What follows belongs to an exercise in optimizing a design on an open flow for small area and a short achievable clock period; a production flow would make more cautious choices. In this exercise RTL edits were held to simulation tests only and were not proved equivalent to the original.

`design/flow/flow/run.sh`:
```
#!/bin/bash
# Layout: the standard flow, with the input and output ports buffered
# by sky130_fd_sc_hd__buf_4 cells instead of the cell buffer_ports picks,
# and timing repair aimed at a 6.9 ns period (the clock stays at 28 ns).
set -e
export BUFFER_PORTS_ARGS="-buffer_cell sky130_fd_sc_hd__buf_4"
export SETUP_SLACK_MARGIN=21.1
bash standard.sh > standard.log 2>&1
```
`design/flow/standard.sh`:
```
#!/bin/bash
# synth_recipe.tcl (not shown) runs the flow's synth.tcl, then flattens the netlist and writes it again
# the make line also repeats each setting of config.mk as NAME=value (left out here)
make -C /OpenROAD-flow-scripts/flow DESIGN_CONFIG=/design/flow/config.mk WORK_HOME=/design/flow/orfs CLKGATE_MAP_FILE= SYNTH_SCRIPT=/design/flow/synth_recipe.tcl "${@:-finish}"
```
`design/flow/config.mk`:
```
export PLATFORM = sky130hd
export DESIGN_NAME = mxe_fp8_group
export DESIGN_NICKNAME = mxe_fp8_group
export VERILOG_FILES = /design/flow/design.v
export SDC_FILE = /design/flow/constraint.sdc
export NUM_CORES = 4
export LEC_CHECK = 0
export ABC_AREA = 1
export CAP_MARGIN = 20
export CORE_MARGIN = 2
export CORE_UTILIZATION = 40
export CTS_CLUSTER_DIAMETER = 100
export CTS_CLUSTER_SIZE = 32
export SLEW_MARGIN = 20
```
`design/flow/constraint.sdc`:
```
create_clock -name core_clock -period 28.0 [get_ports {clk}]
set_input_delay 5.6000 -clock core_clock [delete_from_list [all_inputs] [get_ports {clk}]]
set_output_delay 5.6000 -clock core_clock [all_outputs]
set_load 0.01 [all_outputs]
```
`design/flow/design.v`:
```
module mxe_fp8_group (
    input  wire        clk,
    input  wire        rst,           
    input  wire        in_valid,
    input  wire [31:0] in_acc,        
    input  wire [15:0] in_a,          
    input  wire [15:0] in_b,          
    input  wire        in_fmt_a,      
    input  wire        in_fmt_b,
    input  wire [7:0]  in_scale_a,    
    input  wire [7:0]  in_scale_b,
    output reg         out_valid,
    output reg  [31:0] out_acc
);
    wire [3:0] ia0_xn, ia1_xn, ib0_xn, ib1_xn;
    wire [5:0] ia0_te, ia1_te, ib0_te, ib1_te;
    wire       ia0_nan, ia1_nan, ib0_nan, ib1_nan, ia0_inf, ia1_inf, ib0_inf, ib1_inf;
    fp8_norm n_a0 (.x(in_a[7:0]),  .e5m2(in_fmt_a), .xn(ia0_xn), .te(ia0_te), .nan(ia0_nan), .inf(ia0_inf));
    fp8_norm n_a1 (.x(in_a[15:8]), .e5m2(in_fmt_a), .xn(ia1_xn), .te(ia1_te), .nan(ia1_nan), .inf(ia1_inf));
    fp8_norm n_b0 (.x(in_b[7:0]),  .e5m2(in_fmt_b), .xn(ib0_xn), .te(ib0_te), .nan(ib0_nan), .inf(ib0_inf));
    fp8_norm n_b1 (.x(in_b[15:8]), .e5m2(in_fmt_b), .xn(ib1_xn), .te(ib1_te), .nan(ib1_nan), .inf(ib1_inf));
    reg        v0;
    reg [31:0] acc_r;
    reg [3:0]  xa0, xa1, xb0, xb1;
    reg [5:0]  ta0, ta1, tb0, tb1;
    reg        q0_neg, q1_neg, q0_nan, q1_nan;
    reg        fa0_inf, fa1_inf, fb0_inf, fb1_inf;
    reg [8:0]  ssum;
    reg        snan;
    always @(posedge clk) begin
        if (rst) v0 <= 1'b0;
        else     v0 <= in_valid;
        acc_r  <= in_acc;
        xa0    <= ia0_xn;
        xa1    <= ia1_xn;
        xb0    <= ib0_xn;
        xb1    <= ib1_xn;
        ta0    <= ia0_te;
        ta1    <= ia1_te;
        tb0    <= ib0_te;
        tb1    <= ib1_te;
        q0_neg <= in_a[7] ^ in_b[7];
        q1_neg <= in_a[15] ^ in_b[15];
        q0_nan <= ia0_nan | ib0_nan;
        q1_nan <= ia1_nan | ib1_nan;
        fa0_inf <= ia0_inf;
        fa1_inf <= ia1_inf;
        fb0_inf <= ib0_inf;
        fb1_inf <= ib1_inf;
        ssum   <= {1'b0, in_scale_a} + {1'b0, in_scale_b};
        snan   <= (&in_scale_a) | (&in_scale_b);
    end
    wire [7:0] pn0 = xa0 * xb0;
    wire [7:0] pn1 = xa1 * xb1;
    wire       c0 = pn0[7];     
    wire       c1 = pn1[7];
    wire [6:0] te0  = {1'b0, ta0} + {1'b0, tb0};
    wire [6:0] te1  = {1'b0, ta1} + {1'b0, tb1};
    wire [6:0] tau0 = te0 + {6'd0, c0};
    wire [6:0] tau1 = te1 + {6'd0, c1};
    wire p0_z = ~xa0[3] | ~xb0[3];
    wire p1_z = ~xa1[3] | ~xb1[3];
    wire p0_nan = q0_nan | snan | (fa0_inf & ~xb0[3]) | (fb0_inf & ~xa0[3]);
    wire p1_nan = q1_nan | snan | (fa1_inf & ~xb1[3]) | (fb1_inf & ~xa1[3]);
    wire q0_inf = fa0_inf | fb0_inf;
    wire q1_inf = fa1_inf | fb1_inf;
    wire        c_neg = acc_r[31];
    wire [7:0]  c_be  = acc_r[30:23];
    wire        c_hid = (c_be != 8'd0);
    wire        c_fz  = (acc_r[22:0] == 23'd0);
    wire        c_all = (&c_be);
    wire        c_nan = c_all & ~c_fz;
    wire        c_inf = c_all & c_fz;
    wire        c_z   = ~c_hid & c_fz;
    wire [4:0]  mc;
    msb24 u_mc (.x(acc_r[22:0]), .n(mc));
    wire [4:0]  tcl = c_hid ? 5'd23 : mc;                
    wire [7:0]  c_e1 = {c_be[7:1], c_be[0] | ~c_hid};    
    wire [8:0]  atc = c_hid ? {1'b0, c_be} + 9'd23 : {8'd0, 1'b1} + {4'd0, mc};
    wire signed [10:0] k_c = $signed({3'd0, c_e1} + 11'd140) - $signed({2'd0, ssum});
    wire signed [10:0] t_c = $signed({2'd0, atc} + 11'd140) - $signed({2'd0, ssum});
    wire       tneg = t_c[10];
    wire       tbig = ~t_c[10] & (t_c[9:7] != 3'd0);
    wire [6:0] tcs  = t_c[6:0];
    wire       kfar = k_c[10] & (k_c[9:7] != 3'b111);       
    wire [7:0] kcs  = k_c[7:0];
    wire g01 = (tau0 >= tau1);
    wire gc0 = tbig | (~tneg & (tcs >= tau0));
    wire gc1 = tbig | (~tneg & (tcs >= tau1));
    wire wc  = ~c_z & (gc0 | p0_z) & (gc1 | p1_z);
    wire w0  = ~wc & ~p0_z & (g01 | p1_z);
    wire signed [8:0] te0m = $signed({2'd0, te0}) - 9'sd6;    
    wire signed [8:0] te1m = $signed({2'd0, te1}) - 9'sd6;
    wire signed [8:0] r0_c = $signed({2'd0, tcs}) - te0m;
    wire signed [8:0] r1_c = $signed({2'd0, tcs}) - te1m;
    wire signed [8:0] r0_b = $signed({2'd0, tau1}) - te0m;
    wire signed [8:0] r1_a = $signed({2'd0, tau0}) - te1m;
    wire signed [9:0] rc_a = $signed({3'd0, tau0}) - $signed({{2{kcs[7]}}, kcs});
    wire signed [9:0] rc_b = $signed({3'd0, tau1}) - $signed({{2{kcs[7]}}, kcs});
    wire [5:0] r0 = wc ? (tbig ? 6'd63 : sat6(r0_c)) : w0 ? {3'd0, 3'd6 + {2'd0, c0}} : sat6(r0_b);
    wire [5:0] r1 = wc ? (tbig ? 6'd63 : sat6(r1_c)) : w0 ? sat6(r1_a) : {3'd0, 3'd6 + {2'd0, c1}};
    wire [6:0] rc = wc ? {2'd0, tcl} : kfar ? 7'd127 : w0 ? sat7(rc_a) : sat7(rc_b);
    function [5:0] sat6(input signed [8:0] v);
        sat6 = (v[8:6] != 3'd0) ? 6'd63 : v[5:0];
    endfunction
    function [6:0] sat7(input signed [9:0] v);
        sat7 = (v[9:7] != 3'd0) ? 7'd127 : v[6:0];
    endfunction
    wire [9:0] e_pre = wc ? {1'b0, atc} + 10'd362 : {1'b0, ssum} + 10'd222;
    wire [6:0] e_add = wc ? 7'd0 : w0 ? tau0 : tau1;
    wire pinf = (c_inf & ~c_neg) | (q0_inf & ~q0_neg) | (q1_inf & ~q1_neg);
    wire ninf = (c_inf &  c_neg) | (q0_inf &  q0_neg) | (q1_inf &  q1_neg);
    wire sp_nan  = c_nan | p0_nan | p1_nan | (pinf & ninf);
    wire sp_inf  = pinf | ninf;
    wire sp_zero = c_z & p0_z & p1_z;
    wire sp_sign = sp_inf ? ninf : (c_neg & q0_neg & q1_neg);
    reg        v1;
    reg [23:0] c_sig1;
    reg        c_neg1, d0_1, d1_1;
    reg [7:0]  p0_1, p1_1;
    reg [5:0]  r0_1q, r1_1q, r0_1n, r1_1n;
    reg [6:0]  rc_1q, rc_1n;
    reg [9:0]  e_1q;
    reg [6:0]  e_1a;
    reg        sp_1, sp_nan1, sp_inf1, sp_sign1;
    always @(posedge clk) begin
        if (rst) v1 <= 1'b0;
        else     v1 <= v0;
        c_sig1   <= {c_hid, acc_r[22:0]};
        c_neg1   <= c_neg;
        d0_1     <= q0_neg ^ c_neg;
        d1_1     <= q1_neg ^ c_neg;
        p0_1     <= pn0 ^ {8{q0_neg ^ c_neg}};    
        p1_1     <= pn1 ^ {8{q1_neg ^ c_neg}};
        r0_1q    <= r0;
        r1_1q    <= r1;
        r0_1n    <= ~r0;           
        r1_1n    <= ~r1;
        rc_1q    <= rc;
        rc_1n    <= ~rc;
        e_1q     <= e_pre;
        e_1a     <= e_add;
        sp_1     <= sp_nan | sp_inf | sp_zero;
        sp_nan1  <= sp_nan;
        sp_inf1  <= sp_inf;
        sp_sign1 <= sp_sign;
    end
    wire [54:0] w0x, w1x;
    rshift_dup #(.W(55), .S(6)) u_sh0 (.x({p0_1, {47{d0_1}}}), .fill(d0_1), .s_lo(r0_1q), .s_hi_n(r0_1n), .y(w0x));
    rshift_dup #(.W(55), .S(6)) u_sh1 (.x({p1_1, {47{d1_1}}}), .fill(d1_1), .s_lo(r1_1q), .s_hi_n(r1_1n), .y(w1x));
    wire [70:0] wcx;
    rshift_dup #(.W(71), .S(7)) u_shc (.x({c_sig1, 47'd0}), .fill(1'b0), .s_lo(rc_1q), .s_hi_n(rc_1n), .y(wcx));
    wire [47:0] wwc = wcx[47:0];
    wire [50:0] x0 = {{3{d0_1}}, w0x[47:0]};
    wire [50:0] x1 = {{3{d1_1}}, w1x[47:0]};
    wire [50:0] xc = {3'd0, wwc};
    wire [50:0] cs_s = x0 ^ x1 ^ xc;
    wire [50:0] cs_c = (x0 & x1) | (x0 & xc) | (x1 & xc);
    wire [50:0] sum;
    skadd #(51) u_add (.a(cs_s), .b({cs_c[49:0], d0_1}), .ci(d1_1), .s(sum));
    reg        v2;
    reg [50:0] sum2;
    reg        c_neg2;
    reg [9:0]  e_2;
    reg        sp_2, sp_nan2, sp_inf2, sp_sign2;
    always @(posedge clk) begin
        if (rst) v2 <= 1'b0;
        else     v2 <= v1;
        sum2     <= sum;
        c_neg2   <= c_neg1;
        e_2      <= e_1q + {3'd0, e_1a};
        sp_2     <= sp_1;
        sp_nan2  <= sp_nan1;
        sp_inf2  <= sp_inf1;
        sp_sign2 <= sp_sign1;
    end
    wire        neg = sum2[50];
    wire [49:0] u   = sum2[49:0] ^ {50{neg}};
    wire [49:0] sr;
    genvar gi;
    generate
        for (gi = 0; gi < 50; gi = gi + 1) begin : rev
            assign sr[gi] = sum2[49 - gi];
        end
    endgenerate
    wire [6:0]  lz, tz;
    lzc64 u_lz (.x({u, 1'b1, 13'd0}), .n(lz));
    lzc64 u_tz (.x({sr, 1'b1, 13'd0}), .n(tz));
    wire [9:0] a_cap = e_2 - 10'd359;                  
    wire [6:0] a_lz  = lz + 7'd25;
    wire       tiny  = (e_2 < 10'd359);
    wire       capped = ({3'd0, a_lz} > a_cap);
    wire [6:0] a = tiny ? 7'd0 : capped ? a_cap[6:0] : a_lz;
    wire       s_zero = ~neg & (lz == 7'd50);
    wire [7:0] tz_cap = {1'b0, tz} + {1'b0, a_cap[6:0]};
    wire       st = tiny ? (tz != 7'd50) :
                    capped ? (a_cap[9:7] == 3'd0) & (tz_cap < 8'd50) :
                    ({1'b0, tz} + {1'b0, lz}) < 8'd25;
    wire [10:0] e_lz  = {1'b0, e_2} - 11'd383 - {4'd0, lz};
    wire [10:0] bexp0 = tiny ? {1'b0, e_2} - 11'd358 : capped ? 11'd1 : e_lz;
    reg        v3;
    reg [50:0] sum3;
    reg [6:0]  a3;
    reg        st3;
    reg [10:0] eb3;
    reg        ov03, ov13;
    reg        sgn3, spz3, sp_nan3, sp_inf3, sp_sign3;
    always @(posedge clk) begin
        if (rst) v3 <= 1'b0;
        else     v3 <= v2;
        sum3     <= sum2;
        a3       <= a;
        st3      <= st;
        eb3      <= bexp0;
        ov03     <= ~bexp0[10] & (bexp0[9:0] >= 10'd255);
        ov13     <= ~bexp0[10] & (bexp0[9:0] >= 10'd254);
        sgn3     <= c_neg2 ^ neg;
        spz3     <= sp_2 | s_zero;
        sp_nan3  <= sp_nan2;
        sp_inf3  <= sp_inf2;
        sp_sign3 <= sp_2 & sp_sign2;
    end
    wire        neg3 = sum3[50];
    wire [98:0] vin = {{24{neg3}}, sum3, 24'd0};
    wire [98:0] vrev, vsr;
    generate
        for (gi = 0; gi < 99; gi = gi + 1) begin : rv
            assign vrev[gi] = vin[98 - gi];
        end
    endgenerate
    rshift_big #(.W(99), .S(7)) u_shn (.x(vrev), .fill(1'b0), .s_lo(a3), .s_hi_n(~a3), .y(vsr));
    wire [23:0] q;
    generate
        for (gi = 0; gi < 24; gi = gi + 1) begin : qb
            assign q[gi] = vsr[23 - gi];
        end
    endgenerate
    wire        g   = vsr[24];
    wire [23:0] qq    = q ^ {24{neg3}};
    wire        inc   = neg3 ? (~g | (~st3 & qq[0])) : (g & (st3 | qq[0]));
    reg  [24:0] ones;
    integer k;
    always @(*) begin
        ones[0] = inc;
        for (k = 1; k < 25; k = k + 1)
            ones[k] = inc & (&(qq | ~((24'd1 << k) - 24'd1)));
    end
    wire        cy    = ones[24];
    wire [23:0] qi    = qq ^ ones[23:0];
    wire [23:0] qn    = cy ? 24'h800000 : qi;
    wire [10:0] bexp  = eb3 + {10'd0, cy};
    wire        ovf   = cy ? ov13 : ov03;
    reg [31:0] result;
    always @(*) begin
        if (sp_nan3)
            result = 32'h7FC0_0000;
        else if (spz3)
            result = {sp_sign3, sp_inf3 ? 8'hFF : 8'h00, 23'd0};
        else if (qn[23] & ovf)
            result = {sgn3, 8'hFF, 23'd0};
        else
            result = {sgn3, qn[23] ? bexp[7:0] : 8'd0, qn[22:0]};
    end
    always @(posedge clk) begin
        if (rst) out_valid <= 1'b0;
        else     out_valid <= v3;
        out_acc <= result;
    end
endmodule
module fp8_norm (
    input  wire [7:0] x,
    input  wire       e5m2,
    output reg  [3:0] xn,
    output reg  [5:0] te,
    output wire       nan,
    output wire       inf
);
    wire [3:0] e4 = x[6:3];
    wire [4:0] e5 = x[6:2];
    always @(*) begin
        if (!e5m2) begin
            if (e4 != 4'd0) begin
                xn = {1'b1, x[2:0]};
                te = {2'b00, e4} + 6'd11;
            end else if (x[2]) begin
                xn = {1'b1, x[1:0], 1'b0};
                te = 6'd11;
            end else if (x[1]) begin
                xn = {1'b1, x[0], 2'b00};
                te = 6'd10;
            end else begin
                xn = {x[0], 3'b000};
                te = 6'd9;
            end
        end else begin
            if (e5 != 5'd0) begin
                xn = {1'b1, x[1:0], 1'b0};
                te = {1'b0, e5} + 6'd3;
            end else if (x[1]) begin
                xn = {1'b1, x[0], 2'b00};
                te = 6'd3;
            end else begin
                xn = {x[0], 3'b000};
                te = 6'd2;
            end
        end
    end
    assign nan = e5m2 ? ((&e5) & (x[1:0] != 2'd0)) : (&x[6:0]);
    assign inf = e5m2 & (&e5) & (x[1:0] == 2'd0);
endmodule
module rshift_dup #(parameter W = 71, parameter S = 7) (
    input  wire [W-1:0] x,
    input  wire         fill,       
    input  wire [S-1:0] s_lo,       
    input  wire [S-1:0] s_hi_n,     
    output wire [W-1:0] y
);
    genvar l, i;
    generate
        for (l = 0; l <= S; l = l + 1) begin : lv
            wire [W-1:0] v;
            if (l == 0) begin : first
                assign v = x;
            end else begin : level
                for (i = 0; i < W; i = i + 1) begin : bit_
                    wire hi  = (i + (1 << (l-1)) < W) ? lv[l-1].v[(i + (1 << (l-1))) % W] : fill;
                    if (i < W/2) begin : lo_half
                        assign v[i] = s_lo[l-1] ? hi : lv[l-1].v[i];
                    end else begin : hi_half
                        assign v[i] = s_hi_n[l-1] ? lv[l-1].v[i] : hi;
                    end
                end
            end
        end
    endgenerate
    assign y = lv[S].v;
endmodule
module rshift_big #(parameter W = 71, parameter S = 7) (
    input  wire [W-1:0] x,
    input  wire         fill,       
    input  wire [S-1:0] s_lo,       
    input  wire [S-1:0] s_hi_n,     
    output wire [W-1:0] y
);
    genvar l, i;
    generate
        for (l = 0; l <= S; l = l + 1) begin : lv
            wire [W-1:0] v;
            if (l == 0) begin : first
                assign v = x;
            end else begin : level
                for (i = 0; i < W; i = i + 1) begin : bit_
                    wire hi  = (i + (1 << (S-l)) < W) ? lv[l-1].v[(i + (1 << (S-l))) % W] : fill;
                    if (i < W/2) begin : lo_half
                        assign v[i] = s_lo[S-l] ? hi : lv[l-1].v[i];
                    end else begin : hi_half
                        assign v[i] = s_hi_n[S-l] ? lv[l-1].v[i] : hi;
                    end
                end
            end
        end
    endgenerate
    assign y = lv[S].v;
endmodule
module msb8 (input wire [7:0] x, output reg [2:0] n);
    integer i;
    always @(*) begin
        n = 3'd0;
        for (i = 0; i < 8; i = i + 1)
            if (x[i]) n = i[2:0];
    end
endmodule
module msb24 (input wire [22:0] x, output wire [4:0] n);
    genvar l, g;
    generate
        for (l = 0; l < 5; l = l + 1) begin : lv
            wire [(16 >> l) - 1:0]     v;      
            wire [(16 >> l) * 5 - 1:0] c;      
            for (g = 0; g < (16 >> l); g = g + 1) begin : gr
                if (l == 0) begin : leaf
                    wire xh = (2*g+1 < 23) ? x[(2*g+1) % 23] : 1'b0;
                    assign v[g] = xh | x[2*g];
                    assign c[g*5 +: 5] = {4'd0, xh};
                end else begin : node
                    wire       vh = lv[l-1].v[2*g+1];
                    wire [4:0] ch = lv[l-1].c[(2*g+1)*5 +: 5];
                    wire [4:0] cl = lv[l-1].c[(2*g)*5 +: 5];
                    assign v[g] = vh | lv[l-1].v[2*g];
                    assign c[g*5 +: 5] = vh ? (ch | (5'd1 << l)) : cl;
                end
            end
        end
    endgenerate
    assign n = lv[4].c[4:0];
endmodule
module lzc64 (input wire [63:0] x, output wire [6:0] n);
    genvar l, g;
    generate
        for (l = 0; l < 6; l = l + 1) begin : lv
            wire [(32 >> l) - 1:0]     v;      
            wire [(32 >> l) * 7 - 1:0] c;      
            for (g = 0; g < (32 >> l); g = g + 1) begin : gr
                if (l == 0) begin : leaf
                    assign v[g] = x[63 - 2*g] | x[62 - 2*g];
                    assign c[g*7 +: 7] = {6'd0, ~x[63 - 2*g]};
                end else begin : node
                    wire       vh = lv[l-1].v[2*g];
                    wire       vl = lv[l-1].v[2*g+1];
                    wire [6:0] ch = lv[l-1].c[(2*g)*7 +: 7];
                    wire [6:0] cl = lv[l-1].c[(2*g+1)*7 +: 7];
                    assign v[g] = vh | vl;
                    assign c[g*7 +: 7] = vh ? ch : (cl | (7'd1 << l));
                end
            end
        end
    endgenerate
    assign n = lv[5].v[0] ? lv[5].c[6:0] : 7'd64;
endmodule
module skadd #(parameter N = 51) (input [N-1:0] a, b, input ci, output [N-1:0] s);
    wire [N-1:0] p0 = a ^ b;
    wire [N-1:0] g0 = a & b;
    reg  [N-1:0] G, P, Gn, Pn;
    integer i, l;
    always @(*) begin
        G = g0;
        P = p0;
        G[0] = g0[0] | (p0[0] & ci);
        for (l = 0; l < 6; l = l + 1) begin
            Gn = G;
            Pn = P;
            for (i = 0; i < N; i = i + 1)
                if ((i >> l) & 1) begin
                    Gn[i] = G[i] | (P[i] & G[((i >> l) << l) - 1]);
                    Pn[i] = P[i] & P[((i >> l) << l) - 1];
                end
            G = Gn;
            P = Pn;
        end
    end
    assign s = p0 ^ {G[N-2:0], ci};
endmodule
module bkadd #(parameter N = 51) (input [N-1:0] a, b, input ci, output [N-1:0] s);
    localparam L = (N > 32) ? 6 : (N > 16) ? 5 : (N > 8) ? 4 : 3;
    wire [N-1:0] p0 = a ^ b;
    wire [N-1:0] g0 = a & b;
    reg [N-1:0] G, P;
    reg [N:0] c;
    integer i, l;
    always @(*) begin
        G = g0; P = p0;
        G[0] = g0[0] | (p0[0] & ci);
        for (l = 0; l < L; l = l + 1) begin
            for (i = 0; i < N; i = i + 1)
                if (i % (2 << l) == (2 << l) - 1) begin
                    G[i] = G[i] | (P[i] & G[i - (1 << l)]);
                    P[i] = P[i] & P[i - (1 << l)];
                end
        end
        for (l = L - 2; l >= 0; l = l - 1) begin
            for (i = 0; i < N; i = i + 1)
                if (i >= (3 << l) - 1 && i % (2 << l) == (1 << l) - 1) begin
                    G[i] = G[i] | (P[i] & G[i - (1 << l)]);
                    P[i] = P[i] & P[i - (1 << l)];
                end
        end
        c[0] = ci;
        for (i = 0; i < N; i = i + 1) c[i+1] = G[i];
    end
    assign s = p0 ^ c[N-1:0];
endmodule
```
==> flow_metrics.env, run 1 <==
export IMPL_die_w_um=277
export IMPL_antenna_cells=0
export IMPL_cts_buffers=22
export IMPL_synth_edf_count=0
export IMPL_grtUsageTotal=0.222
export IMPL_cts_hold_buf=0
export IMPL_synthCells=4463
export IMPL_synth_top_area_frac=0.241
export IMPL_slowest_delay_ns=0.32
export IMPL_clockBufferDepth=3
export IMPL_timing_worst_slew_pin_value_ns=1.07
export IMPL_antenna_found_initial=0
export IMPL_setup_tns_final_ns=0
export IMPL_hold_viol_final=0
export IMPL_first_pass_iters=5
export IMPL_worstPathArrival_ns=1.04
export IMPL_cts_clk_slew_worst_paths_ns=0.10
export IMPL_postSynthAreaPerCell_um2=6.66
export IMPL_finalSetupViolations=0
export IMPL_relSlewSlack=0.286
export IMPL_worstPathCellList="buf_4"
export IMPL_grt_pass1_vias=26534
export IMPL_ys_seq_area_frac=0.241
export IMPL_critPathSlowestCell="dfxtp_1"
export IMPL_nNetsFinal=4930
export IMPL_initial_core_util=0.405
export IMPL_maxSlewViolCount=0
export IMPL_cts_tree="yes"
export IMPL_die_area_um2=76500
export IMPL_start_kind="flip-flop"
export IMPL_n_fill_cell=7701
export IMPL_drive_gt1_frac=0.0508
export IMPL_clk_latency_ns=0.60
export IMPL_worst_setup_path_type="flip-flop to output port"
export IMPL_ys_types=62
export IMPL_place_congestion=0.983
export IMPL_num_vias=28155
export IMPL_grt_max_degree=52
export IMPL_drv_cap=0
export IMPL_die_h_um=277
export IMPL_grt_pass1_wl_um=139000
export IMPL_max_freq_ghz=0.151
export IMPL_port_buffers=117
export IMPL_io_pins=118
export IMPL_synth_largest_area_cell="dfxtp_1"
export IMPL_synthArstFlopShare=0
export IMPL_fin_ws_ns=21.36
export IMPL_critical_path_required_ns=22.40
export IMPL_fin_crit_ns=6.64
export IMPL_drc=0
export IMPL_synth_ff_type="dfxtp_1"
export IMPL_mappedNetlistNets=4902
export IMPL_post_route_period_util=0.237
export IMPL_hp_class="flip-flop to flip-flop"
export IMPL_h_tree_depth=1
export IMPL_crit_path_end_kind="output port"
export IMPL_rsz0062_at_grt="true"
export IMPL_critPathMaxFanout=1
export IMPL_wl_per_cell_um=15.9
export IMPL_core_area_um2=73300
export IMPL_viasPerCell=5.15
export IMPL_clock_sinks=358
export IMPL_most_common_layout_cells="971 x nand2_1, 651 x inv_1, 487 x nand3_1"
export IMPL_routed_wl_um=87000
export IMPL_path_buf_inv=1
export IMPL_root_buffer="clkbuf_16"
export IMPL_yosysWarnings=7
export IMPL_drtIter0Drc=1922
export IMPL_mostFrequentLayoutCell="nand2_1"
export IMPL_ant_nets=0
export IMPL_syn_to_final_growth_pct=8.68
export IMPL_synth_area_leaders="dfxtp_1 24%, nand2_1 12%, ha_1 12%, inv_1 8.3%, nand3_1 8.2%"
export IMPL_synth_area_um2=29700
export IMPL_pre_cts_ws_ns=20.81
export IMPL_synth_seq_cells=358
export IMPL_row_count=99
export IMPL_cpLargestDelayFamily="flip-flops"
export IMPL_dpl_hpwl_um=71700
export IMPL_status="finished clean"
export IMPL_skew_ns=0.0410
export IMPL_grt_overflow=0
[final timing paths]
check	slack [ns]	cells after the start	endpoint	startpoint
max	21.36	1	out_acc[10]	out_acc[10]$_SDFF_PP0_
min	0.34	0	sp_inf3$_DFF_P_	sp_inf2$_DFF_P_
max reg2reg	21.61	28	rc_1n[1]$_DFF_P_	xb1[3]$_DFF_P_
min reg2reg	0.34	0	sp_inf3$_DFF_P_	sp_inf2$_DFF_P_
[flip-flops by register name, summed over array words and instances (netlist names), 9 cells and up]
| signal | count |
|---|---|
| c_sig1 | 24 |
| ssum | 9 |
| sum2 | 51 |
| acc_r | 32 |
| e_2 | 10 |
| sum3 | 51 |
| e_1q | 10 |
| out_acc | 32 |
[cells in the mapped netlist, drive strengths merged, types with 2 or more instances]
master	number
o21ai	441
nor4	10
a22oi	2
o311ai	2
o211ai	8
inv	658
clkinv	8
o221ai	2
nand2	977
nor3b	2
nand3	490
a221oi	2
o21bai	20
mux2i	19
nor3	35
o21a	7
fa	79
o22ai	28
a2111oi	2
nand3b	10
ha	275
a21oi	235
a31o	3
buf	51
nand4	35
xor2	127
and2	5
or2	17
o31ai	5
a31oi	21
clkbuf	84
dfxtp	358
xnor2	55
a21o	11
a211oi	11
o32ai	4
o2bb2ai	4
a32o	6
nor2	347
[metal layers]
layer	global-route usage	up-vias	share of wire
met4	0.0936	0	0.046
met5	0	-	0
met3	0.0185	160	0.037
met2	0.384	622	0.47
met1	0.283	12776	0.45
li1	-	14597	-
[metrics by stage]
step	cell area (um^2)	cells	utilization	hold slack, ns
after floorplan	29700	4463	-	0.310
after global placement	31300	5419	0.427	0.311
after detailed placement	31300	5419	0.427	0.312
after CTS	32200	5458	0.439	0.338
after global routing	32300	5465	0.441	0.342
final	32300	5465	0.441	0.336
[what timing repair did]
action / CTS / global route
setup endpoints to repair: 24 / 54
pin swaps: 0 / 0
buffers inserted: 0 / 4
gates resized for setup: 1 / 11
cloned: 0 / 3
[kinds of logic after synthesis]
logic type,after synthesis,share of synthesized area
AO/OA/AOI/OAI,819,0.149
multiplexers,19,0.00640
adder cells (fa/ha/maj),354,0.169
buffers and inverters,801,0.105
flip-flops,358,0.241
AND/OR/NAND/NOR,1930,0.276
XOR/XNOR,182,0.0536
[final cells by class]
cell class,instances,area (um^2),area share
inverter,666,2520,0.0779
multi-input combinational,3304,19500,0.603
clock buffer,22,551,0.0170
timing repair inverter,3,15.0,0.000465
timing repair buffer,136,1030,0.0320
tap,959,1200,0.0371
clock inverter,17,329,0.0102
sequential,358,7170,0.222
==> run 2: changes to the inputs <==
--- a/design/flow/config.mk
+++ b/design/flow/config.mk
@@ -11,4 +11,4 @@
 export CORE_UTILIZATION = 40
 export CTS_CLUSTER_DIAMETER = 100
-export CTS_CLUSTER_SIZE = 32
+export CTS_CLUSTER_SIZE = 24
 export SLEW_MARGIN = 20
==> run 2 against run 1 <==
  * Clock skew down 0.015 ns
  * Routed wire length up 0.25%
  * Sequential cell count unchanged
  * Highest routed layer unchanged
==> flow_metrics.env, run 2 <==
export IMPL_synth_edf_count=0
export IMPL_synth_area_um2=29700
export IMPL_min_to="sp_nan3$_DFF_P_"
export IMPL_antenna_found_initial=0
export IMPL_initial_core_util=0.405
export IMPL_cts_buffers=23
export IMPL_grt_overflow=0
export IMPL_ys_types=62
export IMPL_ant_nets=0
export IMPL_synth_largest_area_cell="dfxtp_1"
export IMPL_die_w_um=277
export IMPL_pre_cts_ws_ns=20.81
export IMPL_h_tree_depth=1
export IMPL_start_kind="flip-flop"
export IMPL_clockBufferDepth=3
export IMPL_postSynthAreaPerCell_um2=6.66
export IMPL_viasPerCell=5.16
export IMPL_yosysWarnings=7
export IMPL_mappedNetlistNets=4902
export IMPL_nNetsFinal=4931
export IMPL_skew_ns=0.0257
export IMPL_synth_most_common_cell="nand2_1"
export IMPL_maxSlewViolCount=0
export IMPL_synth_area_leaders="dfxtp_1 24%, nand2_1 12%, ha_1 12%, inv_1 8.3%, nand3_1 8.2%"
export IMPL_worstHoldStart="sp_nan2$_DFF_P_"
export IMPL_n_fill_cell=7734
export IMPL_fin_ws_ns=21.37
export IMPL_cts_clk_slew_worst_paths_ns=0.09
export IMPL_die_h_um=277
export IMPL_r2r_setup_slack_ns=21.59
export IMPL_grt_max_degree=52
export IMPL_status="finished clean"
export IMPL_path_buf_inv=1
export IMPL_io_pins=118
export IMPL_critPathSlowestCell="dfxtp_1"
export IMPL_row_count=99
export IMPL_worst_setup_path_type="flip-flop to output port"
export IMPL_drtIter0Drc=2062
export IMPL_worstPathArrival_ns=1.03
export IMPL_setup_tns_final_ns=0
export IMPL_num_vias=28197
export IMPL_ys_seq_area_frac=0.241
export IMPL_yosys_top_cells_count="973 x nand2_1, 655 x inv_1, 487 x nand3_1, 434 x o21ai_0, 358 x dfxtp_1"
export IMPL_worstPathCellList="buf_4"
export IMPL_relSlewSlack=0.286
export IMPL_cpLargestDelayFamily="flip-flops"
export IMPL_drc=0
export IMPL_finalSetupViolations=0
export IMPL_r2r_end="r0_1n[5]$_DFF_P_"
export IMPL_port_buffers=117
export IMPL_synthArstFlopShare=0
export IMPL_cts_hold_buf=0
export IMPL_dpl_hpwl_um=71700
export IMPL_synth_ff_type="dfxtp_1"
export IMPL_most_common_layout_cells="971 x nand2_1, 651 x inv_1, 487 x nand3_1"
export IMPL_critPathMaxFanout=1
export IMPL_synth_seq_cells=358
export IMPL_grt_pass1_vias=26516
export IMPL_rr_startpoint="xb1[3]$_DFF_P_"
export IMPL_place_area_um2=31300
export IMPL_hold_viol_final=0
export IMPL_whs_path_depth=0
export IMPL_antenna_cells=0
export IMPL_core_area_um2=73300
export IMPL_timing_hold_ws_ns=0.332
export IMPL_grtUsageTotal=0.222
export IMPL_hp_class="flip-flop to flip-flop"
export IMPL_rsz0062_at_grt="false"
export IMPL_post_route_period_util=0.237
export IMPL_die_area_um2=76500
export IMPL_critical_path_required_ns=22.40
export IMPL_crit_path_end_kind="output port"
export IMPL_fin_crit_ns=6.63
export IMPL_mostFrequentLayoutCell="nand2_1"
export IMPL_syn_to_final_growth_pct=8.19
export IMPL_clk_latency_ns=0.58
export IMPL_place_congestion=0.983
export IMPL_first_pass_iters=6
export IMPL_reg_largest_list="sum2 (51), sum3 (51)"
export IMPL_synth_top_area_frac=0.241
export IMPL_max_freq_ghz=0.151
export IMPL_reg2reg_depth=29
export IMPL_grt_pass1_wl_um=139000
export IMPL_root_buffer="clkbuf_16"
export IMPL_routed_wl_um=87200
export IMPL_clock_sinks=358
export IMPL_design_area_um2=32200
export IMPL_cts_tree="yes"
export IMPL_drive_gt1_frac=0.0502
export IMPL_drv_cap=0
export IMPL_slowest_delay_ns=0.32
export IMPL_synthCells=4463
export IMPL_timing_worst_slew_pin_value_ns=1.07
export IMPL_wl_per_cell_um=16.0
-- run 2: cell counts after synthesis --
No cell type changed its count.
-- run 2: cells by family after synthesis --
family,count (synthesis),synth area share
mux,19,0.00640
simple gates,1930,0.276
flops,358,0.241
compound gates,819,0.149
buf+inv,801,0.105
fa+ha+maj,354,0.169
xor+xnor,182,0.0536
-- run 2: worst max-delay path by stage --
stage | startpoint | to | slack [ns] | cells after the start
2_1_floorplan | in_scale_a[0] | ssum[8]$_DFF_P_ | 21.15 | 10
3_3_place_gp | in_scale_a[2] | ssum[7]$_DFF_P_ | 20.89 | 12
3_5_place_dp | xb0[3]$_DFF_P_ | rc_1n[1]$_DFF_P_ | 20.81 | 31
4_1_cts | xb0[3]$_DFF_P_ | rc_1n[1]$_DFF_P_ | 21.19 | 31
5_1_grt | d0_1$_DFF_P_ | sum2[44]$_DFF_P_ | 21.12 | 24
6_report | out_acc[10]$_SDFF_PP0_ | out_acc[10] | 21.37 | 1
-- run 2: metal layers --
metal  global-route usage  up-vias  part of all wire
met5                    0        -                 0
met4               0.0890        0             0.044
met1                0.284    12788              0.45
met2                0.386      650              0.47
met3               0.0181      157             0.040
li1                     -    14602                 -
-- run 2: area by class of cell --
cell class                      instances  area [um^2]  area share
Clock inverter                         13          155     0.00482
Clock buffer                           24          579      0.0180
Multi-Input combinational cell       3304        19500       0.606
Timing Repair Buffer                  136         1030      0.0321
Tap cell                              959         1200      0.0373
Inverter                              666         2520      0.0783
Sequential cell                       358         7170       0.223
Timing Repair inverter                  3         15.0    0.000467
-- run 2: timing repair --
item | in CTS | in global routing
gates resized for setup | 1 | 11
endpoints found under the setup margin | 23 | 55
gates cloned | 0 | 3
setup buffers | 0 | 4
-- run 2: per-stage QoR --
step                cells   util
finish               5463  0.439
global route         5463  0.439
CTS                  5456  0.437
detailed placement   5419  0.427
global placement     5419  0.427
floorplan            4463      -
==> run 3: changes to the inputs <==
--- a/design/flow/design.v
+++ b/design/flow/design.v
@@ -26,5 +26,5 @@
     reg        q0_neg, q1_neg, q0_nan, q1_nan;
     reg        fa0_inf, fa1_inf, fb0_inf, fb1_inf;
-    reg [8:0]  ssum;
+    reg [4:0]  ss_lo, ss_hi;      
     reg        snan;
     always @(posedge clk) begin
@@ -48,7 +48,9 @@
         fb0_inf <= ib0_inf;
         fb1_inf <= ib1_inf;
-        ssum   <= {1'b0, in_scale_a} + {1'b0, in_scale_b};
+        ss_lo  <= {1'b0, in_scale_a[3:0]} + {1'b0, in_scale_b[3:0]};
+        ss_hi  <= {1'b0, in_scale_a[7:4]} + {1'b0, in_scale_b[7:4]};
         snan   <= (&in_scale_a) | (&in_scale_b);
     end
+    wire [8:0] ssum = {ss_hi + {4'd0, ss_lo[4]}, ss_lo[3:0]};    
     wire [7:0] pn0 = xa0 * xb0;
     wire [7:0] pn1 = xa1 * xb1;
==> run 3 against run 2 <==
  * Still clean on timing, DRC and antenna
  * Die area is 0.47% higher
  * First-iteration DRC count is 3.5% higher
  * Clock skew is 0.022 ns higher
  * Cell area is 0.57% higher
  * Sequential share of layout area is 0.080 points lower
  * Area after synthesis is 0.47% higher
  * Count of clock-buffer cells in the layout is 1 higher
  * Fmax is 0.54% lower
  * Via count is 1.3% higher
  * Largest cell class unchanged
  * Highest routed layer unchanged
==> flow_metrics.env, run 3 <==
export IMPL_status="finished clean"
export IMPL_row_count=100
export IMPL_whs_path_depth=0
export IMPL_clk_latency_ns=0.62
export IMPL_reg2reg_depth=29
export IMPL_synth_most_common_cell="nand2_1"
export IMPL_dpl_cell_count=5431
export IMPL_wl_per_cell_um=16.2
export IMPL_fin_crit_ns=6.66
export IMPL_cts_buffers=23
export IMPL_use_met1=0.293
export IMPL_io_pins=118
export IMPL_synth_top_area_frac=0.241
export IMPL_cts_tree="yes"
export IMPL_critical_path_required_ns=22.40
export IMPL_drv_cap=0
export IMPL_start_kind="flip-flop"
export IMPL_hp_class="flip-flop to flip-flop"
export IMPL_cp_depth=1
export IMPL_use_met3=0.0172
export IMPL_die_area_um2=76900
export IMPL_worstPathCellList="buf_4"
export IMPL_crit_path_end_kind="output port"
export IMPL_cpLargestDelayFamily="flip-flops"
export IMPL_grt_max_degree=51
export IMPL_place_area_um2=31500
export IMPL_worstHoldStart="sp_nan2$_DFF_P_"
export IMPL_die_w_um=277
export IMPL_grtUsageTotal=0.228
export IMPL_grt_pass1_wl_um=142000
export IMPL_finalSetupViolations=0
export IMPL_reg_largest_list="sum2 (51), sum3 (51)"
export IMPL_yosysWarnings=7
export IMPL_worstPathArrival_ns=1.06
export IMPL_fin_util=0.436
export IMPL_initial_core_util=0.403
export IMPL_max_freq_ghz=0.150
export IMPL_maxSlewViolCount=0
export IMPL_clock_sinks=359
export IMPL_fin_ws_ns=21.34
export IMPL_root_buffer="clkbuf_16"
export IMPL_rsz0062_at_grt="false"
export IMPL_ys_seq_area_frac=0.241
export IMPL_most_common_layout_cells="952 x nand2_1, 637 x inv_1, 502 x nand3_1"
export IMPL_h_tree_depth=1
export IMPL_stdcell_count=5475
export IMPL_timing_worst_slew_pin_value_ns=1.02
export IMPL_timing_hold_ws_ns=0.334
export IMPL_synth_edf_count=0
export IMPL_mappedNetlistNets=4899
export IMPL_grt_overflow=0
export IMPL_design_area_um2=32300
export IMPL_worst_setup_path_type="flip-flop to output port"
export IMPL_synth_ff_type="dfxtp_1"
export IMPL_nNetsFinal=4933
export IMPL_critPathMaxFanout=1
export IMPL_hold_viol_final=0
export IMPL_mostFrequentLayoutCell="nand2_1"
export IMPL_cts_clk_slew_worst_paths_ns=0.09
export IMPL_routed_wl_um=88700
export IMPL_die_h_um=277
export IMPL_first_pass_iters=6
export IMPL_top_usage_layer="met2"
export IMPL_pre_cts_ws_ns=21.22
export IMPL_post_route_period_util=0.238
export IMPL_grt_use_met2=0.402
export IMPL_drc=0
export IMPL_port_buffers=117
export IMPL_yosys_top_cells_count="953 x nand2_1, 637 x inv_1, 502 x nand3_1, 421 x o21ai_0, 359 x dfxtp_1"
export IMPL_syn_to_final_growth_pct=8.29
export IMPL_ys_types=63
export IMPL_setup_tns_final_ns=0
export IMPL_dpl_hpwl_um=73500
export IMPL_drtIter0Drc=2135
export IMPL_ant_nets=0
export IMPL_core_area_um2=74200
export IMPL_synthCells=4458
export IMPL_n_fill_cell=7830
export IMPL_clockBufferDepth=3
export IMPL_path_buf_inv=1
export IMPL_grt_pass1_vias=26877
export IMPL_antenna_found_initial=1
export IMPL_synth_largest_area_cell="dfxtp_1"
export IMPL_slowest_delay_ns=0.32
export IMPL_relSlewSlack=0.318
export IMPL_rr_startpoint="xb1[3]$_DFF_P_"
export IMPL_viasPerCell=5.22
export IMPL_synth_area_leaders="dfxtp_1 24%, nand2_1 12%, ha_1 12%, nand3_1 8.4%, inv_1 8.0%"
export IMPL_synthArstFlopShare=0
export IMPL_crit_start="out_acc[31]$_SDFF_PP0_"
export IMPL_drive_gt1_frac=0.0539
export IMPL_critPathSlowestCell="dfxtp_1"
export IMPL_place_congestion=1.00
export IMPL_postSynthAreaPerCell_um2=6.70
export IMPL_synth_area_um2=29900
export IMPL_synth_seq_cells=359
export IMPL_num_vias=28560
export IMPL_skew_ns=0.0477
## run 3: cell types whose count changed after synthesis, sizes merged, moves of 4 or more
| cell | previous run | this run |
|---|---|---|
| nor3b | 2 | 8 |
| nand3 | 490 | 508 |
| a21o | 11 | 7 |
| o21bai | 20 | 11 |
| a31oi | 21 | 17 |
| buf | 51 | 59 |
| nor2 | 347 | 351 |
| clkbuf | 84 | 74 |
| inv | 658 | 646 |
| xnor2 | 55 | 59 |
| nor3 | 35 | 39 |
| nand2 | 977 | 960 |
| o22ai | 28 | 35 |
| o21ai | 441 | 425 |
## run 3: final timing paths
path / endpoint / slack [ns]
worst max register to register: rc_1q[6]$_DFF_P_ / 21.51
worst max-delay path: out_acc[31] / 21.34
worst min-delay path: sp_nan3$_DFF_P_ / 0.33
worst min register to register: sp_nan3$_DFF_P_ / 0.33
## run 3: layout make-up
type                       count  area, um^2  area share
sequential                   359        7190       0.222
antenna                        1        2.50   0.0000774
timing repair buffer         142        1070      0.0330
tap                          969        1210      0.0375
inverter                     656        2470      0.0765
clock inverter                13         160     0.00495
clock buffer                  25         593      0.0183
multi-input combinational   3310       19700       0.608
## run 3: timing repair
action	CTS	global route
resized for setup	0	8
setup endpoints to repair	0	38
buffers inserted	0	5
hold buffers	0	0
## run 3: cells by family (layout without fill, tap and decap cells)
logic type	after synthesis	after routing	share of synthesized area
and+or+nand+nor	1944	1944	0.279
DFF	359	359	0.241
xor gates and xnor gates	189	189	0.0554
AOI/OAI and AO/OA	801	801	0.146
adders and majority gates	356	356	0.169
muxes	20	20	0.00670
buffers and inverters	789	836	0.103
other	0	1	0
## run 3: per-layer routing
layer | wire [um] | up-vias
met4 | 3030 | 0
met1 | 39100 | 13066
met5 | 0 | -
li1 | - | 14639
met3 | 4440 | 130
met2 | 42100 | 725
==> run 4: changes to the inputs <==
--- a/design/flow/design.v
+++ b/design/flow/design.v
@@ -26,5 +26,5 @@
     reg        q0_neg, q1_neg, q0_nan, q1_nan;
     reg        fa0_inf, fa1_inf, fb0_inf, fb1_inf;
-    reg [4:0]  ss_lo, ss_hi;      
+    reg [8:0]  ssum;
     reg        snan;
     always @(posedge clk) begin
@@ -48,13 +48,16 @@
         fb0_inf <= ib0_inf;
         fb1_inf <= ib1_inf;
-        ss_lo  <= {1'b0, in_scale_a[3:0]} + {1'b0, in_scale_b[3:0]};
-        ss_hi  <= {1'b0, in_scale_a[7:4]} + {1'b0, in_scale_b[7:4]};
+        ssum   <= {1'b0, in_scale_a} + {1'b0, in_scale_b};
         snan   <= (&in_scale_a) | (&in_scale_b);
     end
-    wire [8:0] ssum = {ss_hi + {4'd0, ss_lo[4]}, ss_lo[3:0]};    
     wire [7:0] pn0 = xa0 * xb0;
     wire [7:0] pn1 = xa1 * xb1;
-    wire       c0 = pn0[7];     
-    wire       c1 = pn1[7];
+    wire       c0 = pcarry(xa0[2:0], xb0[2:0]);
+    wire       c1 = pcarry(xa1[2:0], xb1[2:0]);
+    function pcarry(input [2:0] a, input [2:0] b);
+        pcarry = (a == 3'd7 && b >= 3'd1) || (a >= 3'd5 && b >= 3'd2) ||
+                 (a == 3'd4 && b >= 3'd3) || (a == 3'd3 && b >= 3'd4) ||
+                 (a == 3'd2 && b >= 3'd5) || (a == 3'd1 && b == 3'd7);
+    endfunction
     wire [6:0] te0  = {1'b0, ta0} + {1'b0, tb0};
     wire [6:0] te1  = {1'b0, ta1} + {1'b0, tb1};
@@ -87,17 +90,21 @@
     wire       kfar = k_c[10] & (k_c[9:7] != 3'b111);       
     wire [7:0] kcs  = k_c[7:0];
-    wire g01 = (tau0 >= tau1);
-    wire gc0 = tbig | (~tneg & (tcs >= tau0));
-    wire gc1 = tbig | (~tneg & (tcs >= tau1));
+    wire signed [7:0] d01 = $signed({1'b0, te0}) - $signed({1'b0, te1});    
+    wire signed [7:0] dc0 = $signed({1'b0, tcs}) - $signed({1'b0, te0});    
+    wire signed [7:0] dc1 = $signed({1'b0, tcs}) - $signed({1'b0, te1});
+    wire d01_z = (d01 == 8'sd0), d01_m = (d01 == -8'sd1), d01_p = ~d01[7] & ~d01_z;
+    wire dc0_z = (dc0 == 8'sd0), dc0_p = ~dc0[7] & ~dc0_z;
+    wire dc1_z = (dc1 == 8'sd0), dc1_p = ~dc1[7] & ~dc1_z;
+    wire g01 = d01_p | (d01_z & (c0 | ~c1)) | (d01_m & c0 & ~c1);    
+    wire gc0 = tbig | (~tneg & (dc0_p | (dc0_z & ~c0)));             
+    wire gc1 = tbig | (~tneg & (dc1_p | (dc1_z & ~c1)));
     wire wc  = ~c_z & (gc0 | p0_z) & (gc1 | p1_z);
     wire w0  = ~wc & ~p0_z & (g01 | p1_z);
-    wire signed [8:0] te0m = $signed({2'd0, te0}) - 9'sd6;    
-    wire signed [8:0] te1m = $signed({2'd0, te1}) - 9'sd6;
-    wire signed [8:0] r0_c = $signed({2'd0, tcs}) - te0m;
-    wire signed [8:0] r1_c = $signed({2'd0, tcs}) - te1m;
-    wire signed [8:0] r0_b = $signed({2'd0, tau1}) - te0m;
-    wire signed [8:0] r1_a = $signed({2'd0, tau0}) - te1m;
-    wire signed [9:0] rc_a = $signed({3'd0, tau0}) - $signed({{2{kcs[7]}}, kcs});
-    wire signed [9:0] rc_b = $signed({3'd0, tau1}) - $signed({{2{kcs[7]}}, kcs});
+    wire signed [8:0] r0_c = $signed({dc0[7], dc0}) + 9'sd6;
+    wire signed [8:0] r1_c = $signed({dc1[7], dc1}) + 9'sd6;
+    wire signed [8:0] r0_b = 9'sd6 - $signed({d01[7], d01}) + $signed({8'd0, c1});
+    wire signed [8:0] r1_a = 9'sd6 + $signed({d01[7], d01}) + $signed({8'd0, c0});
+    wire signed [9:0] rc_a = $signed({3'd0, te0}) - $signed({{2{kcs[7]}}, kcs}) + $signed({9'd0, c0});
+    wire signed [9:0] rc_b = $signed({3'd0, te1}) - $signed({{2{kcs[7]}}, kcs}) + $signed({9'd0, c1});
     wire [5:0] r0 = wc ? (tbig ? 6'd63 : sat6(r0_c)) : w0 ? {3'd0, 3'd6 + {2'd0, c0}} : sat6(r0_b);
     wire [5:0] r1 = wc ? (tbig ? 6'd63 : sat6(r1_c)) : w0 ? sat6(r1_a) : {3'd0, 3'd6 + {2'd0, c1}};
==> run 4 against run 3 <==
  * Fmax up 0.42%
  * Largest cell class unchanged
  * Worst setup slack better by 0.028 ns
  * Global-route usage down 0.48 points
  * Still clean
==> flow_metrics.env, run 4 <==
export IMPL_status="finished clean"
export IMPL_clock_sinks=358
export IMPL_mostFrequentLayoutCell="nand2_1"
export IMPL_crit_start="out_acc[22]$_SDFF_PP1_"
export IMPL_place_congestion=0.964
export IMPL_most_common_layout_cells="1,023 x nand2_1, 637 x inv_1, 482 x nand3_1"
export IMPL_synth_area_leaders="dfxtp_1 24%, nand2_1 13%, ha_1 11%, nand3_1 8.0%, inv_1 8.0%"
export IMPL_critical_path_required_ns=22.40
export IMPL_worstPathCellList="buf_4"
export IMPL_die_w_um=278
export IMPL_ant_nets=0
export IMPL_hp_class="flip-flop to flip-flop"
export IMPL_worstPathArrival_ns=1.03
export IMPL_root_buffer="clkbuf_16"
export IMPL_r2r_end="sum2[43]$_DFF_P_"
export IMPL_post_route_period_util=0.237
export IMPL_crit_path_end_kind="output port"
export IMPL_drive_gt1_frac=0.0572
export IMPL_synth_largest_area_cell="dfxtp_1"
export IMPL_reg2reg_depth=31
export IMPL_first_pass_iters=6
export IMPL_finalSetupViolations=0
export IMPL_synth_most_common_cell="nand2_1"
export IMPL_syn_to_final_growth_pct=8.04
export IMPL_grt_overflow=0
export IMPL_io_pins=118
export IMPL_worst_setup_path_type="flip-flop to output port"
export IMPL_r2r_setup_slack_ns=21.71
export IMPL_synthArstFlopShare=0
export IMPL_path_buf_inv=1
export IMPL_synth_area_um2=30000
export IMPL_port_buffers=117
export IMPL_reg_largest_list="sum2 (51), sum3 (51)"
export IMPL_maxSlewViolCount=0
export IMPL_nNetsFinal=4946
export IMPL_critPathSlowestCell="dfxtp_1"
export IMPL_setup_tns_final_ns=0
export IMPL_cp_depth=1
export IMPL_postSynthAreaPerCell_um2=6.69
export IMPL_yosys_top_cells_count="1,024 x nand2_1, 639 x inv_1, 482 x nand3_1, 408 x o21ai_0, 358 x dfxtp_1"
export IMPL_timing_worst_slew_pin_value_ns=1.00
export IMPL_timing_hold_ws_ns=0.335
export IMPL_synthCells=4486
export IMPL_ys_seq_area_frac=0.239
export IMPL_synth_edf_count=0
export IMPL_rsz0062_at_grt="false"
export IMPL_grt_pass1_wl_um=140000
export IMPL_max_freq_ghz=0.151
export IMPL_cts_clk_slew_worst_paths_ns=0.09
export IMPL_drc=0
export IMPL_grt_max_degree=58
export IMPL_h_tree_depth=1
export IMPL_relSlewSlack=0.330
export IMPL_core_area_um2=74300
export IMPL_synth_top_area_frac=0.239
export IMPL_rr_startpoint="rc_1n[1]$_DFF_P_"
export IMPL_cts_tree="yes"
export IMPL_routed_wl_um=87800
export IMPL_grt_pass1_vias=26574
export IMPL_die_h_um=278
export IMPL_cts_setup_buffers=0
export IMPL_antenna_cells=0
export IMPL_cp_endpoint="out_acc[22]"
export IMPL_synth_seq_cells=358
export IMPL_mappedNetlistNets=4918
export IMPL_start_kind="flip-flop"
export IMPL_dpl_hpwl_um=72300
export IMPL_drv_cap=0
export IMPL_yosysWarnings=7
export IMPL_cpLargestDelayFamily="flip-flops"
export IMPL_row_count=100
export IMPL_pre_cts_ws_ns=20.86
export IMPL_clk_latency_ns=0.59
export IMPL_clockBufferDepth=3
export IMPL_viasPerCell=5.19
export IMPL_antenna_found_initial=0
export IMPL_fin_crit_ns=6.63
export IMPL_critPathMaxFanout=1
export IMPL_fin_util=0.436
export IMPL_wl_per_cell_um=16.0
export IMPL_drtIter0Drc=2231
export IMPL_cts_buffers=23
export IMPL_grtUsageTotal=0.223
export IMPL_synth_ff_type="dfxtp_1"
export IMPL_ys_types=66
export IMPL_hold_viol_final=0
export IMPL_skew_ns=0.0306
export IMPL_num_vias=28530
export IMPL_initial_core_util=0.404
export IMPL_die_area_um2=77200
export IMPL_slowest_delay_ns=0.31
export IMPL_fin_ws_ns=21.37
==> run 4: cell count changes after synthesis, sizes merged, moves of 12 or more <==
cell,delta
nand2,+74
nor2,-20
xor2,+18
nand4,+13
nand3,-12
==> run 4: how the worst min path moves through the flow <==
stage,startpoint,to,slack (ns),cells after the start
after floorplan,c_neg1$_DFF_P_,c_neg2$_DFF_P_,0.31,0
after CTS,sp_inf2$_DFF_P_,sp_inf3$_DFF_P_,0.33,0
final,sp_inf2$_DFF_P_,sp_inf3$_DFF_P_,0.33,0
after global routing,sp_inf2$_DFF_P_,sp_inf3$_DFF_P_,0.34,0
after global placement,c_neg1$_DFF_P_,c_neg2$_DFF_P_,0.31,0
after detailed placement,sp_inf2$_DFF_P_,sp_inf3$_DFF_P_,0.31,0
==> run 4: per-layer routing <==
metal / vias to the layer above / wire (um) / track usage
met4: 0 / 2590 / 0.0681
met5: - / 0 / 0
met1: 13033 / 38900 / 0.289
met3: 127 / 4050 / 0.0182
li1: 14666 / - / -
met2: 704 / 42200 / 0.392
==> run 4: stage by stage <==
step                area, um^2  cells
finish                   32400   5499
global route             32400   5499
CTS                      32400   5498
detailed placement       31600   5457
global placement         31600   5457
floorplan                30000   4486
==> run 4: kinds of logic (layout without fill, tap and decap cells) <==
kind of cell / after synthesis / count (layout) / share of synthesized area
flops: 358 / 358 / 0.239
xor+xnor: 213 / 213 / 0.0622
buf+inv: 784 / 828 / 0.103
compound gates: 769 / 769 / 0.139
fa+ha+maj: 347 / 347 / 0.164
simple gates: 1995 / 1995 / 0.286
mux: 20 / 20 / 0.00667
==> run 4: repair_timing <==
action / 4_1_cts / 5_1_grt
setup endpoints to repair: 15 / 39
cloned: 0 / 1
resized for setup: 3 / 6
pin swaps: 0 / 0
hold buffers: 0 / 0
==> run 4: area by class of cell <==
cell class | instances | area, um^2
Clock buffer | 27 | 601
Sequential cell | 358 | 7170
Timing Repair inverter | 1 | 5.00
Multi-Input combinational cell | 3344 | 19800
Tap cell | 969 | 1210
Inverter | 652 | 2460
Fill cell | 7920 | 41900
Timing Repair Buffer | 134 | 1010
Clock inverter | 14 | 189

[port drivers added, routing unchanged]
In the flow no input, the clock included, has a driving cell. The finished layouts below were timed again as built, in two steps. Step 1: set_driving_cell puts a clkbuf_16 on clk and a buf_2 on each other input, an assumption about the parent block. Step 2 moves the port delays by t, midway between the first and last clock arrival at a register: inputs arrive t later, outputs are due t later. That takes back most of the time a late clock gives input paths. Three values: ideal ports, drivers, drivers and shift; two values: the first two.
run	t (ns)	slack for setup (ns)	worst register clock-pin slew, ns
run 1	0.641	21.358 / 21.295 / 20.905	0.12 / 0.12
run 2	0.628	21.375 / 21.311 / 20.912	0.10 / 0.10
run 3	0.655	21.339 / 21.276 / 21.192	0.10 / 0.10
run 4	0.643	21.367 / 21.300 / 20.848	0.10 / 0.10
After both steps every run listed still meets setup and hold. The setup slack of run 4, which loses most, moves by -0.067 ns with the drivers and by -0.519 ns with both steps.
